From an optimization exercise on the open Yosys and OpenROAD flow, aimed at small area, a short achievable clock period and few clock cycles per item; shortcuts taken in it are not production practice.
No functional check of the RTL was part of any run shown here.

===== flow/constraint.sdc =====
create_clock -name core_clock -period 8.0 [get_ports {clk}]
set_input_delay 1.6000 -clock core_clock [delete_from_list [all_inputs] [get_ports {clk}]]
set_output_delay 1.6000 -clock core_clock [all_outputs]
set_load 0.01 [all_outputs]

===== flow/design.v =====
module aes_sbox_a (
    input  wire [7:0]  a,
    output wire [14:0] m
);
    wire T1 = a[7] ^ a[4];
    wire T2 = a[7] ^ a[2];
    wire T3 = a[7] ^ a[1];
    wire T4 = a[4] ^ a[2];
    wire T5 = a[3] ^ a[1];
    wire T6 = T1 ^ T5;
    wire T7 = a[6] ^ a[5];
    wire T8 = a[0] ^ T6;
    wire T9 = a[0] ^ T7;
    wire T10 = T6 ^ T7;
    wire T11 = a[6] ^ a[2];
    wire T12 = a[5] ^ a[2];
    wire T13 = T3 ^ T4;
    wire T14 = T6 ^ T11;
    wire T15 = T5 ^ T11;
    wire T16 = T5 ^ T12;
    wire T17 = T9 ^ T16;
    wire T18 = a[4] ^ a[0];
    wire T19 = T7 ^ T18;
    wire T20 = T1 ^ T19;
    wire T21 = a[1] ^ a[0];
    wire T22 = T7 ^ T21;
    wire T23 = T2 ^ T22;
    wire T24 = T2 ^ T10;
    wire T25 = T20 ^ T17;
    wire T26 = T3 ^ T16;
    wire T27 = T1 ^ T12;
    wire M1 = T13 & T6;
    wire M2 = T23 & T8;
    wire M3 = T14 ^ M1;
    wire M4 = T19 & a[0];
    wire M5 = M4 ^ M1;
    wire M6 = T3 & T16;
    wire M7 = T22 & T9;
    wire M8 = T26 ^ M6;
    wire M9 = T20 & T17;
    wire M10 = M9 ^ M6;
    wire M11 = T1 & T15;
    wire M12 = T4 & T27;
    wire M13 = M12 ^ M11;
    wire M14 = T2 & T10;
    wire M15 = M14 ^ M11;
    wire M16 = M3 ^ M2;
    wire M17 = M5 ^ T24;
    wire M18 = M8 ^ M7;
    wire M19 = M10 ^ M15;
    wire M20 = M16 ^ M13;
    wire M21 = M17 ^ M15;
    wire M22 = M18 ^ M13;
    wire M23 = M19 ^ T25;
    wire M24 = M22 ^ M23;
    wire M25 = M22 & M20;
    wire M26 = M21 ^ M25;
    wire M27 = M20 ^ M21;
    wire M28 = M23 ^ M25;
    wire M29 = M28 & M27;
    wire M30 = M26 & M24;
    wire M31 = M20 & M23;
    wire M32 = M27 & M31;
    wire M33 = M27 ^ M25;
    wire M34 = M21 & M22;
    wire M35 = M24 & M34;
    wire M36 = M24 ^ M25;
    wire M37 = M21 ^ M29;
    wire M38 = M32 ^ M33;
    wire M39 = M23 ^ M30;
    wire M40 = M35 ^ M36;
    assign m = {M37, M38, M39, M40, T8, a[7], T22, T12, T27, a[0], T4, T13, T17, T23, T9};
endmodule
module aes_sbox_b (
    input  wire [14:0] m,
    output wire [7:0]  y
);
    wire M37 = m[14];
    wire M38 = m[13];
    wire M39 = m[12];
    wire M40 = m[11];
    wire T8 = m[10];
    wire U0 = m[9];
    wire T22 = m[8];
    wire T12 = m[7];
    wire T27 = m[6];
    wire U7 = m[5];
    wire T4 = m[4];
    wire T13 = m[3];
    wire T17 = m[2];
    wire T23 = m[1];
    wire T9 = m[0];
    wire T1 = T12 ^ T27;
    wire T10 = T8 ^ T9;
    wire T15 = U7 ^ T17;
    wire T16 = T17 ^ T9;
    wire T19 = T13 ^ T23;
    wire T2 = T22 ^ T23;
    wire T20 = U0 ^ T9;
    wire T3 = T4 ^ T13;
    wire T6 = T8 ^ U7;
    wire M41 = M38 ^ M40;
    wire M42 = M37 ^ M39;
    wire M43 = M37 ^ M38;
    wire M44 = M39 ^ M40;
    wire M45 = M42 ^ M41;
    wire M46 = M44 & T6;
    wire M47 = M40 & T8;
    wire M48 = M39 & U7;
    wire M49 = M43 & T16;
    wire M50 = M38 & T9;
    wire M51 = M37 & T17;
    wire M52 = M42 & T15;
    wire M53 = M45 & T27;
    wire M54 = M41 & T10;
    wire M55 = M44 & T13;
    wire M56 = M40 & T23;
    wire M57 = M39 & T19;
    wire M58 = M43 & T3;
    wire M59 = M38 & T22;
    wire M60 = M37 & T20;
    wire M61 = M42 & T1;
    wire M62 = M45 & T4;
    wire M63 = M41 & T2;
    wire L0 = M61 ^ M62;
    wire L1 = M50 ^ M56;
    wire L2 = M46 ^ M48;
    wire L3 = M47 ^ M55;
    wire L4 = M54 ^ M58;
    wire L5 = M49 ^ M61;
    wire L6 = M62 ^ L5;
    wire L7 = M46 ^ L3;
    wire L8 = M51 ^ M59;
    wire L9 = M52 ^ M53;
    wire L10 = M53 ^ L4;
    wire L11 = M60 ^ L2;
    wire L12 = M48 ^ M51;
    wire L13 = M50 ^ L0;
    wire L14 = M52 ^ M61;
    wire L15 = M55 ^ L1;
    wire L16 = M56 ^ L0;
    wire L17 = M57 ^ L1;
    wire L18 = M58 ^ L8;
    wire L19 = M63 ^ L4;
    wire L20 = L0 ^ L1;
    wire L21 = L1 ^ L7;
    wire L22 = L3 ^ L12;
    wire L23 = L18 ^ L2;
    wire L24 = L15 ^ L9;
    wire L25 = L6 ^ L10;
    wire L26 = L7 ^ L9;
    wire L27 = L8 ^ L10;
    wire L28 = L11 ^ L14;
    wire L29 = L11 ^ L17;
    assign y[7] = L6 ^ L24;
    assign y[6] = ~(L16 ^ L26);
    assign y[5] = ~(L19 ^ L28);
    assign y[4] = L6 ^ L21;
    assign y[3] = L20 ^ L22;
    assign y[2] = L25 ^ L29;
    assign y[1] = ~(L13 ^ L27);
    assign y[0] = ~(L6 ^ L23);
endmodule
module aes_sbox (
    input  wire [7:0] a,
    output wire [7:0] y
);
    wire [14:0] m;
    aes_sbox_a u_a (.a(a), .m(m));
    aes_sbox_b u_b (.m(m), .y(y));
endmodule
module aes_round_a (
    input  wire [127:0] state_in,
    output wire [239:0] mid
);
    genvar i;
    generate
        for (i = 0; i < 16; i = i + 1) begin : g_sub
            aes_sbox_a u_sbox (.a(state_in[127 - 8*i -: 8]), .m(mid[239 - 15*i -: 15]));
        end
    endgenerate
endmodule
module aes_round_b #(
    parameter LOAD = 1             
) (
    input  wire [239:0] mid,
    input  wire [127:0] add_in,
    input  wire         keep,
    output wire [127:0] state_out,
    output wire [127:0] sub_out        
);
    wire [7:0] sb [0:15];
    wire [7:0] sr [0:15];
    genvar i, j;
    generate
        for (i = 0; i < 16; i = i + 1) begin : g_sub
            aes_sbox_b u_sbox (.m(mid[239 - 15*i -: 15]), .y(sb[i]));
        end
    endgenerate
    generate
        for (i = 0; i < 16; i = i + 1) begin : g_shift
            assign sr[i] = sb[(i + 4 * (i % 4)) % 16];
            assign sub_out[127 - 8*i -: 8] = sr[i];
        end
    endgenerate
    generate
        for (i = 0; i < 4; i = i + 1) begin : g_mix
            wire [7:0] a [0:3];
            wire [7:0] p [0:3];
            wire [7:0] v [0:3];
            wire [7:0] b [0:3];
            genvar k;
            for (k = 0; k < 4; k = k + 1) begin : g_byte
                assign a[k] = sr[4*i + k] & {8{LOAD == 0 || keep}};
            end
            for (k = 0; k < 4; k = k + 1) begin : g_col
                assign p[k] = a[k] ^ a[(k + 1) % 4];
                assign v[k] = a[(k + 1) % 4] ^ add_in[127 - 32*i - 8*k -: 8];
                assign b[k][0] = (p[k][7] ^ p[(k + 2) % 4][0]) ^ v[k][0];
                for (j = 1; j < 8; j = j + 1) begin : g_bit
                    if (j == 1 || j == 3 || j == 4) begin : g_r
                        assign b[k][j] = (p[k][j-1] ^ p[(k + 2) % 4][j]) ^ (v[k][j] ^ p[k][7]);
                    end else begin : g_n
                        assign b[k][j] = (p[k][j-1] ^ p[(k + 2) % 4][j]) ^ v[k][j];
                    end
                end
                assign state_out[127 - 32*i - 8*k -: 8] = b[k];
            end
        end
    endgenerate
endmodule
module aes256_key_step_a #(
    parameter ROT = 1              
) (
    input  wire [127:0] prev,
    input  wire [127:0] last,
    input  wire         rot_step,
    input  wire [7:0]   rcon,
    output wire [127:0] p,
    output wire [59:0]  mid
);
    wire [31:0] w3  = last[31:0];
    wire        rs  = ROT != 0 && rot_step;
    wire [31:0] rot = rs ? {w3[23:0], w3[31:24]} : w3;
    aes_sbox_a u_s0 (.a(rot[31:24]), .m(mid[59:45]));
    aes_sbox_a u_s1 (.a(rot[23:16]), .m(mid[44:30]));
    aes_sbox_a u_s2 (.a(rot[15:8]),  .m(mid[29:15]));
    aes_sbox_a u_s3 (.a(rot[7:0]),   .m(mid[14:0]));
    wire [31:0] rc  = rs ? {rcon, 24'h000000} : 32'h00000000;
    wire [31:0] w0  = prev[127:96];
    wire [31:0] w01 = w0 ^ prev[95:64];
    wire [31:0] w02 = w01 ^ prev[63:32];
    wire [31:0] w03 = w01 ^ (prev[63:32] ^ prev[31:0]);
    assign p = {w0 ^ rc, w01 ^ rc, w02 ^ rc, w03 ^ rc};
endmodule
module aes256_key_step_b #(
    parameter LOAD = 1             
) (
    input  wire [127:0] p,
    input  wire [59:0]  mid,
    input  wire         load,
    input  wire         gate,
    input  wire [127:0] load_val,
    output wire [127:0] next
);
    wire [31:0] sub;
    aes_sbox_b u_s0 (.m(mid[59:45]), .y(sub[31:24]));
    aes_sbox_b u_s1 (.m(mid[44:30]), .y(sub[23:16]));
    aes_sbox_b u_s2 (.m(mid[29:15]), .y(sub[15:8]));
    aes_sbox_b u_s3 (.m(mid[14:0]),  .y(sub[7:0]));
    wire [127:0] base = (LOAD != 0 && load) ? load_val : p;
    wire [31:0]  s    = sub & {32{~(LOAD != 0 && gate)}};
    assign next = {s, s, s, s} ^ base;
endmodule
module prl_tag_engine (
    input  wire         clk,
    input  wire         rst,           
    input  wire         cmd_valid,
    output wire         cmd_ready,
    input  wire [1:0]   cmd_op,        
    input  wire [1:0]   cmd_ksel,      
    input  wire [255:0] cmd_key,       
    input  wire [47:0]  cmd_frame,     
    input  wire [4:0]   cmd_pair,
    input  wire [7:0]   cmd_place,
    input  wire [7:0]   cmd_where,
    input  wire [3:0]   cmd_elem,
    input  wire [11:0]  cmd_obj,
    input  wire [2:0]   cmd_kind,
    input  wire [7:0]   cmd_state,
    output wire         tag_valid,
    input  wire         tag_ready,
    output wire [63:0]  tag,
    output wire         key_a_present,
    output wire         key_b_present
);
    localparam [1:0] OP_TAG   = 2'd0;
    localparam [1:0] OP_LOAD  = 2'd1;
    localparam [1:0] OP_CLEAR = 2'd2;
    localparam integer RUN = 10, PL = 9, SB = 8, OK = 7, PK = 6;
    localparam integer CW = 11;
    reg [255:0] key_a, key_b;
    reg [127:0] l_a, l_b;
    reg         key_a_ok, key_b_ok;
    reg         crdy;          
    reg [1:0]   op_q;          
    reg [1:0]   ksel_q;
    reg [CW-1:0] c_a1, c_a2, c_b1, c_b2;
    reg [127:0] st_a, st_b;
    reg [255:0] kst_a, kst_b;
    reg [239:0] mid_a, mid_b;
    reg [127:0] krk_a, krk_b;
    reg [127:0] kp_a, kp_b;
    reg [59:0]  kmid_a, kmid_b;
    reg         ld;            
    reg         sel;           
    reg         lpend;         
    reg         lpb;
    reg         lst;           
    reg         dl;            
    reg         park_in;       
    reg         park_on;       
    reg [7:0]   rcon;          
    reg [62:0]  t_q;           
    reg [62:0]  t_r;           
    reg         t_v;
    reg [2:0]   nsq;           
    reg [2:0]   hsq;           
    wire fire    = crdy && cmd_valid;
    wire do_tag  = fire && op_q == OP_TAG;
    wire do_load = fire && op_q == OP_LOAD && !ksel_q[1];
    wire key_wr  = crdy && op_q == OP_LOAD && !ksel_q[1];
    wire do_clr  = fire && op_q == OP_CLEAR;
    wire m_last  = c_b2[RUN] && c_b2[2:0] == 3'd7;
    wire l_wr    = m_last &&  c_b2[PL];
    wire pop     = t_v && tag_ready;
    function has_tag;
        input [CW-1:0] c;
        has_tag = (c[RUN] && c[2:0] == 3'd7 && !c[PL]) || c[PK];
    endfunction
    wire [239:0] mid_a_n;
    aes_round_a u_ra1 (.state_in(st_a), .mid(mid_a_n));
    wire [127:0] kp_a_n;
    wire [59:0]  kmid_a_n;
    aes256_key_step_a #(.ROT(1)) u_ka1 (
        .prev     (kst_a[255:128]),
        .last     (kst_a[127:0]),
        .rot_step (1'b1),
        .rcon     (rcon),
        .p        (kp_a_n),
        .mid      (kmid_a_n)
    );
    wire [127:0] st_b_n, sub_a_unused;
    aes_round_b #(.LOAD(0)) u_ra2 (
        .mid       (mid_a),
        .add_in    (krk_a),
        .keep      (1'b1),
        .state_out (st_b_n),
        .sub_out   (sub_a_unused)
    );
    wire [127:0] rk_b_n;
    aes256_key_step_b #(.LOAD(0)) u_ka2 (
        .p        (kp_a),
        .mid      (kmid_a),
        .load     (1'b0),
        .gate     (1'b0),
        .load_val (128'd0),
        .next     (rk_b_n)
    );
    wire [239:0] mid_b_n;
    aes_round_a u_rb1 (.state_in(st_b), .mid(mid_b_n));
    wire [127:0] kp_b_n;
    wire [59:0]  kmid_b_n;
    aes256_key_step_a #(.ROT(0)) u_kb1 (
        .prev     (kst_b[255:128]),
        .last     (kst_b[127:0]),
        .rot_step (1'b0),
        .rcon     (8'h00),
        .p        (kp_b_n),
        .mid      (kmid_b_n)
    );
    wire [255:0] slot_key = sel ? key_b : key_a;
    wire [127:0] slot_l   = sel ? l_b : l_a;
    wire [127:0] cmd_msg = {cmd_frame, 3'b000, cmd_pair, cmd_place, cmd_where,
                            4'h0, cmd_elem, 4'h0, cmd_obj, 5'b00000, cmd_kind,
                            cmd_state, 16'h0000};
    wire [127:0] k1       = {slot_l[126:0], 1'b0} ^ (slot_l[127] ? 128'h87 : 128'h0);
    wire [127:0] msg_k1   = (cmd_msg ^ k1) & {128{ld && !lst}};
    wire [127:0] kst_hi_n = ld ? slot_key[255:128] : krk_b;
    wire [127:0] st_a_n, sub_b;
    aes_round_b #(.LOAD(1)) u_rb2 (
        .mid       (mid_b),
        .add_in    (kst_hi_n ^ msg_k1),
        .keep      (!ld),
        .state_out (st_a_n),
        .sub_out   (sub_b)
    );
    wire [127:0] fin = sub_b ^ krk_b;
    wire [127:0] rk_a_n;
    aes256_key_step_b #(.LOAD(1)) u_kb2 (
        .p        (kp_b),
        .mid      (kmid_b),
        .load     (ld || park_in),
        .gate     (ld || park_in || park_on),
        .load_val ({park_in ? fin[127:66] : slot_key[127:66], slot_key[65:0]}),
        .next     (rk_a_n)
    );
    wire slot_ok = !ksel_q[1] && (ksel_q[0] ? key_b_ok : key_a_ok);
    reg [CW-1:0] c_a1_n;
    always @(*) begin
        if (lst)
            c_a1_n = {1'b1, 1'b1, lpb, 1'b0, 1'b0, 3'd0, 3'd1};
        else if (do_tag)
            c_a1_n = {1'b1, 1'b0, ksel_q[0], slot_ok, 1'b0, nsq, 3'd1};
        else if (has_tag(c_b2) && !dl)
            c_a1_n = {1'b0, 1'b0, c_b2[SB], c_b2[OK], 1'b1, c_b2[5:3], 3'd0};
        else if (c_b2[RUN] && !m_last)
            c_a1_n = {c_b2[CW-1:3], c_b2[2:0] + 3'd1};
        else
            c_a1_n = {CW{1'b0}};
    end
    wire       t_v_n = dl || (t_v && !tag_ready);
    wire [2:0] hsq_n = hsq + {2'b00, dl};
    wire dl_n   = has_tag(c_b1) && c_b1[5:3] == hsq_n && !t_v_n;
    wire park_in_n = has_tag(c_b1) && !c_b1[PK] && !dl_n;
    wire park_on_n = c_b1[PK] && !dl_n;
    reg [7:0] rcon_n;
    always @(*) begin
        case (c_a1_n[2:0])
            3'd1:    rcon_n = 8'h01;
            3'd2:    rcon_n = 8'h02;
            3'd3:    rcon_n = 8'h04;
            3'd4:    rcon_n = 8'h08;
            3'd5:    rcon_n = 8'h10;
            3'd6:    rcon_n = 8'h20;
            3'd7:    rcon_n = 8'h40;
            default: rcon_n = 8'h00;
        endcase
    end
    wire free_n  = (!c_b1[RUN] && !c_b1[PK]) || dl_n;
    wire ld_n    = free_n;
    wire lpend_n = (lpend && !lst) || do_load;
    wire lpb_n   = do_load ? ksel_q[0] : lpb;
    wire lst_n   = lpend_n && free_n;
    function lbusy;
        input [CW-1:0] c;
        input       s;
        lbusy = c[RUN] && c[PL] && c[SB] == s;
    endfunction
    wire lbusy_a = (lpend_n && !lpb_n) ||
                   lbusy(c_a1_n, 1'b0) || lbusy(c_a1, 1'b0) ||
                   lbusy(c_a2, 1'b0)   || lbusy(c_b1, 1'b0);
    wire lbusy_b = (lpend_n && lpb_n) ||
                   lbusy(c_a1_n, 1'b1) || lbusy(c_a1, 1'b1) ||
                   lbusy(c_a2, 1'b1)   || lbusy(c_b1, 1'b1);
    wire lconf   = (cmd_op == OP_TAG && !cmd_ksel[1] && (cmd_ksel[0] ? lbusy_b : lbusy_a)) ||
                   (cmd_op == OP_LOAD && (lbusy_a || lbusy_b));
    wire [61:0] mac = c_b2[PK] ? kp_b[127:66] : fin[127:66];
    wire [62:0] tin = {c_b2[OK] & c_b2[SB], mac & {62{c_b2[OK]}}};
    always @(posedge clk) begin
        op_q   <= cmd_op;
        ksel_q <= cmd_ksel;
        sel    <= lst_n ? lpb_n : cmd_ksel[0];
        lpb    <= lpb_n;
        mid_a  <= mid_a_n;
        krk_a  <= kst_a[127:0];
        kp_a   <= kp_a_n;
        kmid_a <= kmid_a_n;
        st_b   <= st_b_n;
        kst_b  <= {krk_a, rk_b_n};
        mid_b  <= mid_b_n;
        krk_b  <= kst_b[127:0];
        kp_b   <= {kp_b_n[127:96], c_b1[PK] ? kst_b[223:194] : kp_b_n[95:66], kp_b_n[65:0]};
        kmid_b <= kmid_b_n;
        st_a   <= st_a_n;
        kst_a  <= {kst_hi_n, rk_a_n};
        if (key_wr && !ksel_q[0]) key_a <= cmd_key;
        if (key_wr &&  ksel_q[0]) key_b <= cmd_key;
        if (l_wr && !c_b2[SB]) l_a <= fin;
        if (l_wr &&  c_b2[SB]) l_b <= fin;
        t_q <= dl ? tin : t_r;
        t_r <= dl ? tin : t_q;
        if (rst) begin
            crdy     <= 1'b0;
            key_a_ok <= 1'b0;
            key_b_ok <= 1'b0;
            c_a1     <= {CW{1'b0}};
            c_a2     <= {CW{1'b0}};
            c_b1     <= {CW{1'b0}};
            c_b2     <= {CW{1'b0}};
            ld       <= 1'b1;
            lpend    <= 1'b0;
            lst      <= 1'b0;
            dl       <= 1'b0;
            park_in  <= 1'b0;
            park_on  <= 1'b0;
            rcon     <= 8'h00;
            t_v      <= 1'b0;
            nsq      <= 3'd0;
            hsq      <= 3'd0;
        end else begin
            crdy  <= cmd_valid && !fire && free_n && !lst_n && !lconf;
            lpend <= lpend_n;
            lst   <= lst_n;
            c_a1  <= c_a1_n;
            c_a2  <= c_a1;
            c_b1  <= c_a2;
            c_b2  <= c_b1;
            ld    <= ld_n;
            dl    <= dl_n;
            park_in <= park_in_n;
            park_on <= park_on_n;
            rcon  <= rcon_n;
            t_v   <= t_v_n;
            hsq   <= hsq_n;
            if (do_tag) nsq <= nsq + 3'd1;
            if (do_load && !ksel_q[0]) key_a_ok <= 1'b1;
            if (do_load &&  ksel_q[0]) key_b_ok <= 1'b1;
            if (do_clr) begin
                key_a_ok <= 1'b0;
                key_b_ok <= 1'b0;
            end
        end
    end
    assign cmd_ready     = crdy;
    assign tag_valid     = t_v;
    assign tag           = {1'b0, t_q};
    assign key_a_present = key_a_ok;
    assign key_b_present = key_b_ok;
endmodule

===== flow/flow/run.sh =====
#!/bin/bash
set -euo pipefail
bash standard.sh "BUFFER_PORTS_ARGS=-buffer_cell sky130_fd_sc_hd__buf_1" finish > flow_make.log 2>&1

===== flow/standard.sh =====
#!/bin/bash
# synth_recipe.tcl (not shown) runs the flow's synth.tcl, then flattens the netlist and writes it again
# the make line also repeats each setting of config.mk as NAME=value (left out here)
make -C /OpenROAD-flow-scripts/flow DESIGN_CONFIG=/design/flow/config.mk WORK_HOME=/design/flow/orfs CLKGATE_MAP_FILE= SYNTH_SCRIPT=/design/flow/synth_recipe.tcl "${@:-finish}"

===== flow/config.mk =====
export PLATFORM = sky130hd
export DESIGN_NAME = prl_tag_engine
export DESIGN_NICKNAME = prl_tag_engine
export VERILOG_FILES = /design/flow/design.v
export SDC_FILE = /design/flow/constraint.sdc
export NUM_CORES = 8
export LEC_CHECK = 0
export CAP_MARGIN = 20
export CORE_MARGIN = 2
export CORE_UTILIZATION = 25
export CTS_CLUSTER_DIAMETER = 100
export CTS_CLUSTER_SIZE = 20
export PLACE_DENSITY = 0.45
export SETUP_SLACK_MARGIN = 4.8
export SLEW_MARGIN = 20

==> summary.md, run 1 <==
| Metric | Value |
|---|---|
| Post-synth design cell area | between 0.15 and 0.2 mm^2 |
| Starting Density | ~25% |
| Crit path arrival time | approximately 4.1 ns |
| H-Tree Depth | 4 |
| Crit path launch type | register |
| Hold crit path type | reg2reg |
| Final number of max-transition violations | 0 |
| Crit Path Max Fanout | 30 |
| Setup CP Type | reg2reg |
| Core area | about 0.6 mm^2 |
| Clock Tree Root | clkbuf_16 |
| Buffers on Ports | approximately 430 |
| Register area share after synthesis | a little over two fifths |
| FILL cells | about 63000 |
| Placed inst area | 0.163 mm^2 |
| Antenna viol nets, final | 0 |
| Routed wire length | around 600000 um |
| Unrepaired setup endpoints after global routing | true |
| Synth-to-layout area growth | 19.4% |
| Clk_skew | about 0.11 ns |
| Routed WL per cell | between 20 and 25 um |
| Number of placement rows | 286 |
| Synthesized flop and latch total | 2831 |
| Final nets | roughly 16000 |
| Pin count of the biggest net entering global routing | 105 |
| First-pass GRT wire length | 807000 um |
| Max-cap viol count | 0 |
| Final hold slack | approximately 0.29 ns |
| Iteration-0 DRC Markers | about 8800 |
| Fmax | 310 MHz |
| Vias in the first global route | between 100k and 150k |
| Worst slew margin | between 10% and 20% |
| Post-synth EDFFs | approximately 770 |
| Final Cell Area | about 0.18 mm^2 |
| Cells after Synth | 15339 |
| CP required | between 8 and 9 ns |
| DRC violations left | 0 |
| Synth unique cells | between 90 and 100 |
| Via-to-Cell Ratio | about 4.5 |
| Layout cells sized above 1 | between 15 and 20% |
| Clock Tree Buf Depth | 4 |
| CTS Sinks | roughly 2800 |
| Clock transition at path regs | 0.09 ns |
| Detailed placer's ending HPWL | between 400000 and 500000 um |
| Hold Vio Cnt, Final | 0 |
| Ys flop type | dfxtp_1 |
| Final setup fails | 0 |
| Clock latency on the worst-skew pair | 0.99 ns |
| Total global-route track usage | a little under a fifth |
| Placer Congestion | approximately 0.93 |
| Synth async-reset ratio | 0% |
| Endpoint type of the worst setup path | register |
| Die width | 785 um |
| Register area | about 0.065 mm^2 |
| Yosys warns | 3 |
| Worst-margin pin slew | around 1.2 ns |
| Io pins | approximately 430 |
| Routed via count | roughly 110k |
| Tmin final | 3.23 ns |
| Antenna violations before repair | 73 |
| Status | no timing/DRC/antenna violations |
| Gr ovfl total | 0 |
| Syn_area_per_cell | slightly below 10 um^2 |
| Die Height | 785 um |
| CTS tree | done |
| CTS Hold Bufs | 0 |
| Area of the die | 0.616 mm^2 |
| Tcrit/Tclk final | between 40% and 50% |
| DRT Pass-1 Iters | 6 |
| Multi-input logic area | approximately 0.093 mm^2 |
| Total CTS buffers | roughly 180 |
-- cell type report --
cell class / count / area share, %
multi-input cells: 11198 / 50.9
repair buffers: 1020 / 3.76
flip-flops and latches: 2831 / 35.9
well taps: 8064 / 5.54
diodes: 36 / 0.0495
clock buffers: 268 / 2.68
clock inverters: 35 / 0.245
inverters: 444 / 0.918
-- Yosys cell counts, types with 238 or more instances --
cell / instances / area, um^2
nor2_1: 1118 / 4200
nand2_1: 851 / 3190
xor2_1: 1567 / 13700
inv_1: 403 / 1510
nand3_1: 238 / 1190
edfxtp_1: 768 / 23100
clkbuf_1: 630 / 2360
xnor2_1: 3404 / 29800
mux2i_1: 558 / 5590
o21ai_0: 641 / 3210
a21oi_1: 680 / 3400
dfxtp_1: 2063 / 41300
-- registers in the layout, summed over array words and instances, names as in the netlist, 240 cells and up --
signal  count
key_a     256
key_b     256
kst_a     256
kst_b     256
mid_a     240
mid_b     240
-- cells in the final DEF, fill, tap and decap left out, types with 119 or more instances in the layout --
cell,instances
xnor2_1,2814
dfxtp_1,1623
xor2_1,1285
nor2_1,1095
nand2_1,834
edfxtp_1,768
a21oi_1,665
o21ai_0,616
mux2i_1,549
buf_4,538
xnor2_2,503
inv_1,402
buf_1,372
dfxtp_2,274
nand3_1,236
nor2b_1,212
xor2_2,210
nor3_1,193
clkbuf_16,179
dfxtp_4,166
mux2_2,143
nand2b_1,128
a22oi_1,123
xnor2_4,122
o22ai_1,119
-- final timing paths --
check	from	end	slack, ns	cells past startpoint
setup / recovery	sel	st_a[116]	4.77	7
hold / removal	kst_b[109]	krk_b[109]	0.29	0
setup reg to reg	sel	st_a[116]	4.77	7
hold reg to reg	kst_b[109]	krk_b[109]	0.29	0
-- routing by layer --
| layer | global-route usage [%] | vias up | wire, um |
|---|---|---|---|
| met2 | 30.4 | 2759 | 273000 |
| met3 | 1.95 | 668 | 27700 |
| li1 | - | 51303 | - |
| met5 | 0 | - | 122 |
| met4 | 8.51 | 20 | 34400 |
| met1 | 24.7 | 52746 | 262000 |
-- logic make-up (layout without fill, tap and decap cells) --
group                      after synthesis  after routing  synth area share (%)
AOI/OAI and AO/OA                     2247           2247                  9.09
xor gates and xnor gates              5151           5151                  31.1
adders and majority gates               85             85                 0.698
buffers and inverters                 1312           1767                  3.38
DFF                                   2831           2831                  42.2
muxes                                  701            701                  4.72
other                                    1             37               0.00246
and+or+nand+nor                       3011           3013                  8.85
-- timing repair --
item / in CTS / in global routing
buffers inserted: 173 / 215
resized for setup: 1221 / 726
gates cloned: 0 / 2
endpoints found under the setup margin: 833 / 670
pin swaps: 114 / 177
-- critical path, cell delays in order, from the launching register on --
cell and delay, ns:
dfxtp_4 0.37, buf_4 0.20, buf_12 0.16, buf_12 0.25, mux2i_1 1.00, a21oi_1 0.61, xnor2_1 0.30, xnor2_1 0.17
-- per-stage QoR --
step                TNS (ns)  util (%)  setup slack (ns)  instances
global placement           0      26.8              3.72      23164
global route               0      30.0              4.66      23873
floorplan            -255.06         -            -0.996      15339
finish                     0      30.0              4.77      23896
detailed placement         0      26.8              3.75      23167
CTS                        0      29.0              4.61      23643
==> run 2, diff against run 1 <==
--- a/flow/design.v
+++ b/flow/design.v
@@ -3,71 +3,138 @@
     output wire [14:0] m
 );
-    wire T1 = a[7] ^ a[4];
-    wire T2 = a[7] ^ a[2];
-    wire T3 = a[7] ^ a[1];
-    wire T4 = a[4] ^ a[2];
-    wire T5 = a[3] ^ a[1];
-    wire T6 = T1 ^ T5;
-    wire T7 = a[6] ^ a[5];
-    wire T8 = a[0] ^ T6;
-    wire T9 = a[0] ^ T7;
-    wire T10 = T6 ^ T7;
-    wire T11 = a[6] ^ a[2];
-    wire T12 = a[5] ^ a[2];
-    wire T13 = T3 ^ T4;
-    wire T14 = T6 ^ T11;
-    wire T15 = T5 ^ T11;
-    wire T16 = T5 ^ T12;
-    wire T17 = T9 ^ T16;
-    wire T18 = a[4] ^ a[0];
-    wire T19 = T7 ^ T18;
-    wire T20 = T1 ^ T19;
-    wire T21 = a[1] ^ a[0];
-    wire T22 = T7 ^ T21;
-    wire T23 = T2 ^ T22;
-    wire T24 = T2 ^ T10;
-    wire T25 = T20 ^ T17;
-    wire T26 = T3 ^ T16;
-    wire T27 = T1 ^ T12;
-    wire M1 = T13 & T6;
-    wire M2 = T23 & T8;
-    wire M3 = T14 ^ M1;
-    wire M4 = T19 & a[0];
-    wire M5 = M4 ^ M1;
-    wire M6 = T3 & T16;
-    wire M7 = T22 & T9;
-    wire M8 = T26 ^ M6;
-    wire M9 = T20 & T17;
-    wire M10 = M9 ^ M6;
-    wire M11 = T1 & T15;
-    wire M12 = T4 & T27;
-    wire M13 = M12 ^ M11;
-    wire M14 = T2 & T10;
-    wire M15 = M14 ^ M11;
-    wire M16 = M3 ^ M2;
-    wire M17 = M5 ^ T24;
-    wire M18 = M8 ^ M7;
-    wire M19 = M10 ^ M15;
-    wire M20 = M16 ^ M13;
-    wire M21 = M17 ^ M15;
-    wire M22 = M18 ^ M13;
-    wire M23 = M19 ^ T25;
-    wire M24 = M22 ^ M23;
-    wire M25 = M22 & M20;
-    wire M26 = M21 ^ M25;
-    wire M27 = M20 ^ M21;
-    wire M28 = M23 ^ M25;
-    wire M29 = M28 & M27;
-    wire M30 = M26 & M24;
-    wire M31 = M20 & M23;
-    wire M32 = M27 & M31;
-    wire M33 = M27 ^ M25;
-    wire M34 = M21 & M22;
-    wire M35 = M24 & M34;
-    wire M36 = M24 ^ M25;
-    wire M37 = M21 ^ M29;
-    wire M38 = M32 ^ M33;
-    wire M39 = M23 ^ M30;
-    wire M40 = M35 ^ M36;
+    wire T1;
+    sbx_x2 g1 (.a(a[7]), .b(a[4]), .y(T1));
+    wire T2;
+    sbx_x2 g2 (.a(a[7]), .b(a[2]), .y(T2));
+    wire T3;
+    sbx_x2 g3 (.a(a[7]), .b(a[1]), .y(T3));
+    wire T4;
+    sbx_x2 g4 (.a(a[4]), .b(a[2]), .y(T4));
+    wire T5;
+    sbx_x2 g5 (.a(a[3]), .b(a[1]), .y(T5));
+    wire T6;
+    sbx_x2 g6 (.a(T1), .b(T5), .y(T6));
+    wire T7;
+    sbx_x2 g7 (.a(a[6]), .b(a[5]), .y(T7));
+    wire T8;
+    sbx_x2 g8 (.a(a[0]), .b(T6), .y(T8));
+    wire T9;
+    sbx_x2 g9 (.a(a[0]), .b(T7), .y(T9));
+    wire T10;
+    sbx_x2 g10 (.a(T6), .b(T7), .y(T10));
+    wire T11;
+    sbx_x2 g11 (.a(a[6]), .b(a[2]), .y(T11));
+    wire T12;
+    sbx_x2 g12 (.a(a[5]), .b(a[2]), .y(T12));
+    wire T13;
+    sbx_x2 g13 (.a(T3), .b(T4), .y(T13));
+    wire T14;
+    sbx_x2 g14 (.a(T6), .b(T11), .y(T14));
+    wire T15;
+    sbx_x2 g15 (.a(T5), .b(T11), .y(T15));
+    wire T16;
+    sbx_x2 g16 (.a(T5), .b(T12), .y(T16));
+    wire T17;
+    sbx_x2 g17 (.a(T9), .b(T16), .y(T17));
+    wire T18;
+    sbx_x2 g18 (.a(a[4]), .b(a[0]), .y(T18));
+    wire T19;
+    sbx_x2 g19 (.a(T7), .b(T18), .y(T19));
+    wire T20;
+    sbx_x2 g20 (.a(T1), .b(T19), .y(T20));
+    wire T21;
+    sbx_x2 g21 (.a(a[1]), .b(a[0]), .y(T21));
+    wire T22;
+    sbx_x2 g22 (.a(T7), .b(T21), .y(T22));
+    wire T23;
+    sbx_x2 g23 (.a(T2), .b(T22), .y(T23));
+    wire T24;
+    sbx_x2 g24 (.a(T2), .b(T10), .y(T24));
+    wire T25;
+    sbx_x2 g25 (.a(T20), .b(T17), .y(T25));
+    wire T26;
+    sbx_x2 g26 (.a(T3), .b(T16), .y(T26));
+    wire T27;
+    sbx_x2 g27 (.a(T1), .b(T12), .y(T27));
+    wire M1;
+    sbx_a2 g28 (.a(T13), .b(T6), .y(M1));
+    wire M2;
+    sbx_a2 g29 (.a(T23), .b(T8), .y(M2));
+    wire M3;
+    sbx_x2 g30 (.a(T14), .b(M1), .y(M3));
+    wire M4;
+    sbx_a2 g31 (.a(T19), .b(a[0]), .y(M4));
+    wire M5;
+    sbx_x2 g32 (.a(M4), .b(M1), .y(M5));
+    wire M6;
+    sbx_a2 g33 (.a(T3), .b(T16), .y(M6));
+    wire M7;
+    sbx_a2 g34 (.a(T22), .b(T9), .y(M7));
+    wire M8;
+    sbx_x2 g35 (.a(T26), .b(M6), .y(M8));
+    wire M9;
+    sbx_a2 g36 (.a(T20), .b(T17), .y(M9));
+    wire M10;
+    sbx_x2 g37 (.a(M9), .b(M6), .y(M10));
+    wire M11;
+    sbx_a2 g38 (.a(T1), .b(T15), .y(M11));
+    wire M12;
+    sbx_a2 g39 (.a(T4), .b(T27), .y(M12));
+    wire M13;
+    sbx_x2 g40 (.a(M12), .b(M11), .y(M13));
+    wire M14;
+    sbx_a2 g41 (.a(T2), .b(T10), .y(M14));
+    wire M15;
+    sbx_x2 g42 (.a(M14), .b(M11), .y(M15));
+    wire M16;
+    sbx_x2 g43 (.a(M3), .b(M2), .y(M16));
+    wire M17;
+    sbx_x2 g44 (.a(M5), .b(T24), .y(M17));
+    wire M18;
+    sbx_x2 g45 (.a(M8), .b(M7), .y(M18));
+    wire M19;
+    sbx_x2 g46 (.a(M10), .b(M15), .y(M19));
+    wire M20;
+    sbx_x2 g47 (.a(M16), .b(M13), .y(M20));
+    wire M21;
+    sbx_x2 g48 (.a(M17), .b(M15), .y(M21));
+    wire M22;
+    sbx_x2 g49 (.a(M18), .b(M13), .y(M22));
+    wire M23;
+    sbx_x2 g50 (.a(M19), .b(T25), .y(M23));
+    wire M24;
+    sbx_x2 g51 (.a(M22), .b(M23), .y(M24));
+    wire M25;
+    sbx_a2 g52 (.a(M22), .b(M20), .y(M25));
+    wire M26;
+    sbx_x2 g53 (.a(M21), .b(M25), .y(M26));
+    wire M27;
+    sbx_x2 g54 (.a(M20), .b(M21), .y(M27));
+    wire M28;
+    sbx_x2 g55 (.a(M23), .b(M25), .y(M28));
+    wire M29;
+    sbx_a2 g56 (.a(M28), .b(M27), .y(M29));
+    wire M30;
+    sbx_a2 g57 (.a(M26), .b(M24), .y(M30));
+    wire M31;
+    sbx_a2 g58 (.a(M20), .b(M23), .y(M31));
+    wire M32;
+    sbx_a2 g59 (.a(M27), .b(M31), .y(M32));
+    wire M33;
+    sbx_x2 g60 (.a(M27), .b(M25), .y(M33));
+    wire M34;
+    sbx_a2 g61 (.a(M21), .b(M22), .y(M34));
+    wire M35;
+    sbx_a2 g62 (.a(M24), .b(M34), .y(M35));
+    wire M36;
+    sbx_x2 g63 (.a(M24), .b(M25), .y(M36));
+    wire M37;
+    sbx_x2 g64 (.a(M21), .b(M29), .y(M37));
+    wire M38;
+    sbx_x2 g65 (.a(M32), .b(M33), .y(M38));
+    wire M39;
+    sbx_x2 g66 (.a(M23), .b(M30), .y(M39));
+    wire M40;
+    sbx_x2 g67 (.a(M35), .b(M36), .y(M40));
     assign m = {M37, M38, M39, M40, T8, a[7], T22, T12, T27, a[0], T4, T13, T17, T23, T9};
 endmodule
@@ -91,74 +158,136 @@
     wire T23 = m[1];
     wire T9 = m[0];
-    wire T1 = T12 ^ T27;
-    wire T10 = T8 ^ T9;
-    wire T15 = U7 ^ T17;
-    wire T16 = T17 ^ T9;
-    wire T19 = T13 ^ T23;
-    wire T2 = T22 ^ T23;
-    wire T20 = U0 ^ T9;
-    wire T3 = T4 ^ T13;
-    wire T6 = T8 ^ U7;
-    wire M41 = M38 ^ M40;
-    wire M42 = M37 ^ M39;
-    wire M43 = M37 ^ M38;
-    wire M44 = M39 ^ M40;
-    wire M45 = M42 ^ M41;
-    wire M46 = M44 & T6;
-    wire M47 = M40 & T8;
-    wire M48 = M39 & U7;
-    wire M49 = M43 & T16;
-    wire M50 = M38 & T9;
-    wire M51 = M37 & T17;
-    wire M52 = M42 & T15;
-    wire M53 = M45 & T27;
-    wire M54 = M41 & T10;
-    wire M55 = M44 & T13;
-    wire M56 = M40 & T23;
-    wire M57 = M39 & T19;
-    wire M58 = M43 & T3;
-    wire M59 = M38 & T22;
-    wire M60 = M37 & T20;
-    wire M61 = M42 & T1;
-    wire M62 = M45 & T4;
-    wire M63 = M41 & T2;
-    wire L0 = M61 ^ M62;
-    wire L1 = M50 ^ M56;
-    wire L2 = M46 ^ M48;
-    wire L3 = M47 ^ M55;
-    wire L4 = M54 ^ M58;
-    wire L5 = M49 ^ M61;
-    wire L6 = M62 ^ L5;
-    wire L7 = M46 ^ L3;
-    wire L8 = M51 ^ M59;
-    wire L9 = M52 ^ M53;
-    wire L10 = M53 ^ L4;
-    wire L11 = M60 ^ L2;
-    wire L12 = M48 ^ M51;
-    wire L13 = M50 ^ L0;
-    wire L14 = M52 ^ M61;
-    wire L15 = M55 ^ L1;
-    wire L16 = M56 ^ L0;
-    wire L17 = M57 ^ L1;
-    wire L18 = M58 ^ L8;
-    wire L19 = M63 ^ L4;
-    wire L20 = L0 ^ L1;
-    wire L21 = L1 ^ L7;
-    wire L22 = L3 ^ L12;
-    wire L23 = L18 ^ L2;
-    wire L24 = L15 ^ L9;
-    wire L25 = L6 ^ L10;
-    wire L26 = L7 ^ L9;
-    wire L27 = L8 ^ L10;
-    wire L28 = L11 ^ L14;
-    wire L29 = L11 ^ L17;
-    assign y[7] = L6 ^ L24;
-    assign y[6] = ~(L16 ^ L26);
-    assign y[5] = ~(L19 ^ L28);
-    assign y[4] = L6 ^ L21;
-    assign y[3] = L20 ^ L22;
-    assign y[2] = L25 ^ L29;
-    assign y[1] = ~(L13 ^ L27);
-    assign y[0] = ~(L6 ^ L23);
+    wire T1;
+    sbx_x2 g68 (.a(T12), .b(T27), .y(T1));
+    wire T10;
+    sbx_x2 g69 (.a(T8), .b(T9), .y(T10));
+    wire T15;
+    sbx_x2 g70 (.a(U7), .b(T17), .y(T15));
+    wire T16;
+    sbx_x2 g71 (.a(T17), .b(T9), .y(T16));
+    wire T19;
+    sbx_x2 g72 (.a(T13), .b(T23), .y(T19));
+    wire T2;
+    sbx_x2 g73 (.a(T22), .b(T23), .y(T2));
+    wire T20;
+    sbx_x2 g74 (.a(U0), .b(T9), .y(T20));
+    wire T3;
+    sbx_x2 g75 (.a(T4), .b(T13), .y(T3));
+    wire T6;
+    sbx_x2 g76 (.a(T8), .b(U7), .y(T6));
+    wire M41;
+    sbx_x2 g77 (.a(M38), .b(M40), .y(M41));
+    wire M42;
+    sbx_x2 g78 (.a(M37), .b(M39), .y(M42));
+    wire M43;
+    sbx_x2 g79 (.a(M37), .b(M38), .y(M43));
+    wire M44;
+    sbx_x2 g80 (.a(M39), .b(M40), .y(M44));
+    wire M45;
+    sbx_x2 g81 (.a(M42), .b(M41), .y(M45));
+    wire M46;
+    sbx_a2 g82 (.a(M44), .b(T6), .y(M46));
+    wire M47;
+    sbx_a2 g83 (.a(M40), .b(T8), .y(M47));
+    wire M48;
+    sbx_a2 g84 (.a(M39), .b(U7), .y(M48));
+    wire M49;
+    sbx_a2 g85 (.a(M43), .b(T16), .y(M49));
+    wire M50;
+    sbx_a2 g86 (.a(M38), .b(T9), .y(M50));
+    wire M51;
+    sbx_a2 g87 (.a(M37), .b(T17), .y(M51));
+    wire M52;
+    sbx_a2 g88 (.a(M42), .b(T15), .y(M52));
+    wire M53;
+    sbx_a2 g89 (.a(M45), .b(T27), .y(M53));
+    wire M54;
+    sbx_a2 g90 (.a(M41), .b(T10), .y(M54));
+    wire M55;
+    sbx_a2 g91 (.a(M44), .b(T13), .y(M55));
+    wire M56;
+    sbx_a2 g92 (.a(M40), .b(T23), .y(M56));
+    wire M57;
+    sbx_a2 g93 (.a(M39), .b(T19), .y(M57));
+    wire M58;
+    sbx_a2 g94 (.a(M43), .b(T3), .y(M58));
+    wire M59;
+    sbx_a2 g95 (.a(M38), .b(T22), .y(M59));
+    wire M60;
+    sbx_a2 g96 (.a(M37), .b(T20), .y(M60));
+    wire M61;
+    sbx_a2 g97 (.a(M42), .b(T1), .y(M61));
+    wire M62;
+    sbx_a2 g98 (.a(M45), .b(T4), .y(M62));
+    wire M63;
+    sbx_a2 g99 (.a(M41), .b(T2), .y(M63));
+    wire L0;
+    sbx_x2 g100 (.a(M61), .b(M62), .y(L0));
+    wire L1;
+    sbx_x2 g101 (.a(M50), .b(M56), .y(L1));
+    wire L2;
+    sbx_x2 g102 (.a(M46), .b(M48), .y(L2));
+    wire L3;
+    sbx_x2 g103 (.a(M47), .b(M55), .y(L3));
+    wire L4;
+    sbx_x2 g104 (.a(M54), .b(M58), .y(L4));
+    wire L5;
+    sbx_x2 g105 (.a(M49), .b(M61), .y(L5));
+    wire L6;
+    sbx_x2 g106 (.a(M62), .b(L5), .y(L6));
+    wire L7;
+    sbx_x2 g107 (.a(M46), .b(L3), .y(L7));
+    wire L8;
+    sbx_x2 g108 (.a(M51), .b(M59), .y(L8));
+    wire L9;
+    sbx_x2 g109 (.a(M52), .b(M53), .y(L9));
+    wire L10;
+    sbx_x2 g110 (.a(M53), .b(L4), .y(L10));
+    wire L11;
+    sbx_x2 g111 (.a(M60), .b(L2), .y(L11));
+    wire L12;
+    sbx_x2 g112 (.a(M48), .b(M51), .y(L12));
+    wire L13;
+    sbx_x2 g113 (.a(M50), .b(L0), .y(L13));
+    wire L14;
+    sbx_x2 g114 (.a(M52), .b(M61), .y(L14));
+    wire L15;
+    sbx_x2 g115 (.a(M55), .b(L1), .y(L15));
+    wire L16;
+    sbx_x2 g116 (.a(M56), .b(L0), .y(L16));
+    wire L17;
+    sbx_x2 g117 (.a(M57), .b(L1), .y(L17));
+    wire L18;
+    sbx_x2 g118 (.a(M58), .b(L8), .y(L18));
+    wire L19;
+    sbx_x2 g119 (.a(M63), .b(L4), .y(L19));
+    wire L20;
+    sbx_x2 g120 (.a(L0), .b(L1), .y(L20));
+    wire L21;
+    sbx_x2 g121 (.a(L1), .b(L7), .y(L21));
+    wire L22;
+    sbx_x2 g122 (.a(L3), .b(L12), .y(L22));
+    wire L23;
+    sbx_x2 g123 (.a(L18), .b(L2), .y(L23));
+    wire L24;
+    sbx_x2 g124 (.a(L15), .b(L9), .y(L24));
+    wire L25;
+    sbx_x2 g125 (.a(L6), .b(L10), .y(L25));
+    wire L26;
+    sbx_x2 g126 (.a(L7), .b(L9), .y(L26));
+    wire L27;
+    sbx_x2 g127 (.a(L8), .b(L10), .y(L27));
+    wire L28;
+    sbx_x2 g128 (.a(L11), .b(L14), .y(L28));
+    wire L29;
+    sbx_x2 g129 (.a(L11), .b(L17), .y(L29));
+    sbx_x2 g130 (.a(L6), .b(L24), .y(y[7]));
+    sbx_xn2 g131 (.a(L16), .b(L26), .y(y[6]));
+    sbx_xn2 g132 (.a(L19), .b(L28), .y(y[5]));
+    sbx_x2 g133 (.a(L6), .b(L21), .y(y[4]));
+    sbx_x2 g134 (.a(L20), .b(L22), .y(y[3]));
+    sbx_x2 g135 (.a(L25), .b(L29), .y(y[2]));
+    sbx_xn2 g136 (.a(L13), .b(L27), .y(y[1]));
+    sbx_xn2 g137 (.a(L6), .b(L23), .y(y[0]));
 endmodule
 module aes_sbox (
@@ -170,4 +299,13 @@
     aes_sbox_b u_b (.m(m), .y(y));
 endmodule
+module sbx_x2 (input wire a, input wire b, output wire y);
+    assign y = a ^ b;
+endmodule
+module sbx_xn2 (input wire a, input wire b, output wire y);
+    assign y = ~(a ^ b);
+endmodule
+module sbx_a2 (input wire a, input wire b, output wire y);
+    assign y = a & b;
+endmodule
 module aes_round_a (
     input  wire [127:0] state_in,
--- a/flow/config.mk
+++ b/flow/config.mk
@@ -14,2 +14,3 @@
 export SETUP_SLACK_MARGIN = 4.8
 export SLEW_MARGIN = 20
+export SYNTH_HIERARCHICAL = 1
==> summary.md, run 2 <==
| Metric | Value |
|---|---|
| Status | no timing/DRC/antenna violations |
| Via-to-Cell Ratio | around 4 |
| Synthesized flop and latch total | 2847 |
| H-Tree Depth | 4 |
| Endpoint type of the worst setup path | register |
| Clock latency on the worst-skew pair | slightly below 1 ns |
| Tcrit/Tclk final | around two fifths |
| Met1 Resource Use GR | 24.2% |
| Crit Path Max Fanout | 4 |
| Post-synth EDFFs | approximately 770 |
| Routed via count | 85012 |
| Antenna violations before repair | 62 |
| Hold Vio Cnt, Final | 0 |
| CTS tree | done |
| Routed WL per cell | 26.4 um |
| Core area | around 0.59 mm^2 |
| Synth async-reset ratio | 0% |
| Iteration-0 DRC Markers | 6077 |
| Global route hottest layer | met2 |
| Total CTS buffers | roughly 180 |
| Clk_skew | roughly 0.096 ns |
| Hold crit path type | reg2reg |
| Synth unique cells | between 60 and 70 |
| Cells on worst reg2reg path | 6 |
| Fmax | 307 MHz |
| Synth-to-layout area growth | 18.0% |
| First-pass GRT wire length | around 740000 um |
| Tmin final | 3.26 ns |
| Cells after Synth | 12910 |
| Starting Density | between 20% and 30% |
| CTS Sinks | between 2000 and 3000 |
| Crit path arrival time | 4.05 ns |
| Synth top area cells | dfxtp_1, xor2_1, edfxtp_1 |
| Clock Tree Buf Depth | 4 |
| Post-synth top area share | between 20 and 30% |
| Die Height | 770 um |
| Post-synth design cell area | 0.147 mm^2 |
| Detailed placer's ending HPWL | ~460000 um |
| Syn_area_per_cell | between 10 and 15 um^2 |
| DRC violations left | 0 |
| Setup TNS | 0 ns |
| Worst slew margin | approximately 7.2% |
| Max-cap viol count | 0 |
| Worst-margin pin slew | about 1.4 ns |
| CTS Hold Bufs | 0 |
| Crit path launch type | register |
| Cell with the most instances after synthesis | xor2_1 |
| Clock transition at path regs | ~0.1 ns |
| Vias in the first global route | 85816 |
| FILL cells | approximately 60000 |
| Clock Tree Root | clkbuf_16 |
| GR Util met2 | between 30% and 40% |
| Routed wire length | approximately 560000 um |
| Number of placement rows | approximately 280 |
| Final nets | between 10000 and 15000 |
| Die width | 770 um |
| Layout Cells excl Fill | approximately 21000 |
| Buffers on Ports | approximately 430 |
| Yosys warns | 9 |
| Gr ovfl total | 0 |
| Top post-synthesis cells by count | xor2_1, dfxtp_1, xnor2_1 |
| Most common cell after layout, fill and taps aside | xor2_1 |
| Commonest cells after routing, fill and taps aside | xor2_1, dfxtp_1, and2_1, xnor2_1, edfxtp_1 |
| Setup CP Type | reg2reg |
| GR Util met3 | ~1.9% |
| Area of the die | between 0.5 and 0.6 mm^2 |
| Unrepaired setup endpoints after global routing | true |
| Area leader, netlist | dfxtp_1 |
| CP required | about 9 ns |
| Ys flop type | dfxtp_1 |
| Final setup fails | 0 |
| Layout cells sized above 1 | between 15 and 20% |
| Final number of max-transition violations | 0 |
| Antenna viol nets, final | 0 |
| Final Util | a little under 30% |
| Register area share after synthesis | 44.1% |
| Pin count of the biggest net entering global routing | 126 |
| Hold Path Depth | 0 |
| DP Cell Count | 20435 |
| Total global-route track usage | a little under a fifth |
| Placer Congestion | 0.937 |
| Io pins | between 400 and 500 |
| DRT Pass-1 Iters | 5 |
==> run 2: final cells by class <==
class	count	area [um^2]	share of cell area (%)
multi-input cells	9037	85400	49.3
flip-flops and latches	2847	65200	37.6
well taps	7782	9740	5.62
repair buffers	954	6480	3.74
clock buffers	255	4920	2.84
inverters	156	588	0.340
clock inverters	45	586	0.338
diodes	83	208	0.120
==> run 2: cell families (layout without fill, tap and decap cells) <==
group | after synthesis | after routing | synth area share, %
AOI/OAI and AO/OA | 406 | 406 | 1.55
xor gates and xnor gates | 5999 | 5999 | 37.7
adders and majority gates | 5 | 5 | 0.0426
buffers and inverters | 1031 | 1410 | 4.62
DFF | 2847 | 2847 | 44.1
muxes | 577 | 577 | 4.05
other | 2 | 89 | 0.00512
and+or+nand+nor | 2043 | 2044 | 7.93
==> run 2: stage by stage <==
step | hold slack [ns] | area [um^2] | worst slack [ns]
after floorplan | 0.310 | 147000 | 3.09
after global routing | 0.297 | 173000 | 4.65
final | 0.280 | 173000 | 4.74
after CTS | 0.289 | 166000 | 4.55
after detailed placement | 0.312 | 154000 | 4.05
after global placement | 0.310 | 154000 | 4.01
==> run 2: final timing paths <==
kind              start         to  slack (ns)
max          kmid_a[12]  kst_b[39]        4.74
min           kst_b[37]  krk_b[37]        0.28
max reg2reg  kmid_a[12]  kst_b[39]        4.74
min reg2reg   kst_b[37]  krk_b[37]        0.28
==> run 2: per-layer routing <==
layer  share of wire (%)  wire length [um]  vias to the layer above
met2                  47            261000                     1808
met5               0.025               141                        -
met3                 4.0             22200                      506
met1                  44            248000                    42567
met4                 5.0             27900                       22
li1                    -                 -                    40109
==> run 2: critical path, cell delays in order (launching register included) <==
cell and delay (ns):
dfxtp_1 0.40, xor2_1 0.29, and2_1 0.26, xor2_1 0.19, xor2_1 0.72, xor2_2 0.54, xor2_1 0.70
==> run 2: what timing repair did <==
action                                  4_1_cts  5_1_grt
resized for setup                           813      787
gates cloned                                  2        0
endpoints found under the setup margin      611      538
pin swaps                                   104      205
setup buffers                               168      171
==> run 2: per-module statistics from Yosys (local to each module, per instance), a selection <==
module,flops+latches,cells,times used
sbx_x2,0,1,3960
aes_sbox_a,0,15,40
sbx_a2,0,1,1360
prl_tag_engine,2847,4820,1
sbx_xn2,0,1,160

==> static timing again, ports no longer ideal <==
The flow's constraints put no driver on any port. The routed layouts listed below were extracted and timed again, unchanged, in two steps.
Step 1, drivers: a clkbuf_16 drives clk and a buf_2 each remaining input, both assumed.
Step 2 also shifts input and output timing later by t, the mid clock arrival at the registers, as if the neighbouring blocks saw the same clock.
Three values: ideal ports, drivers, drivers and shift; two values: the first two.
run | shift t [ns] | slack for setup (ns) | latest minus earliest clock arrival (ns) | worst data-port slew with drivers (ns)
run 1 | 1.078 | 4.772 / 4.642 / 4.271 | 0.116 / 0.116 | 0.33
run 2 | 1.055 | 4.739 / 4.702 / 4.413 | 0.109 / 0.109 | 0.15
After both steps every run listed still meets setup and hold. For run 1, which loses most, drivers alone change the setup slack by -0.130 ns; drivers and shift together by -0.501 ns.
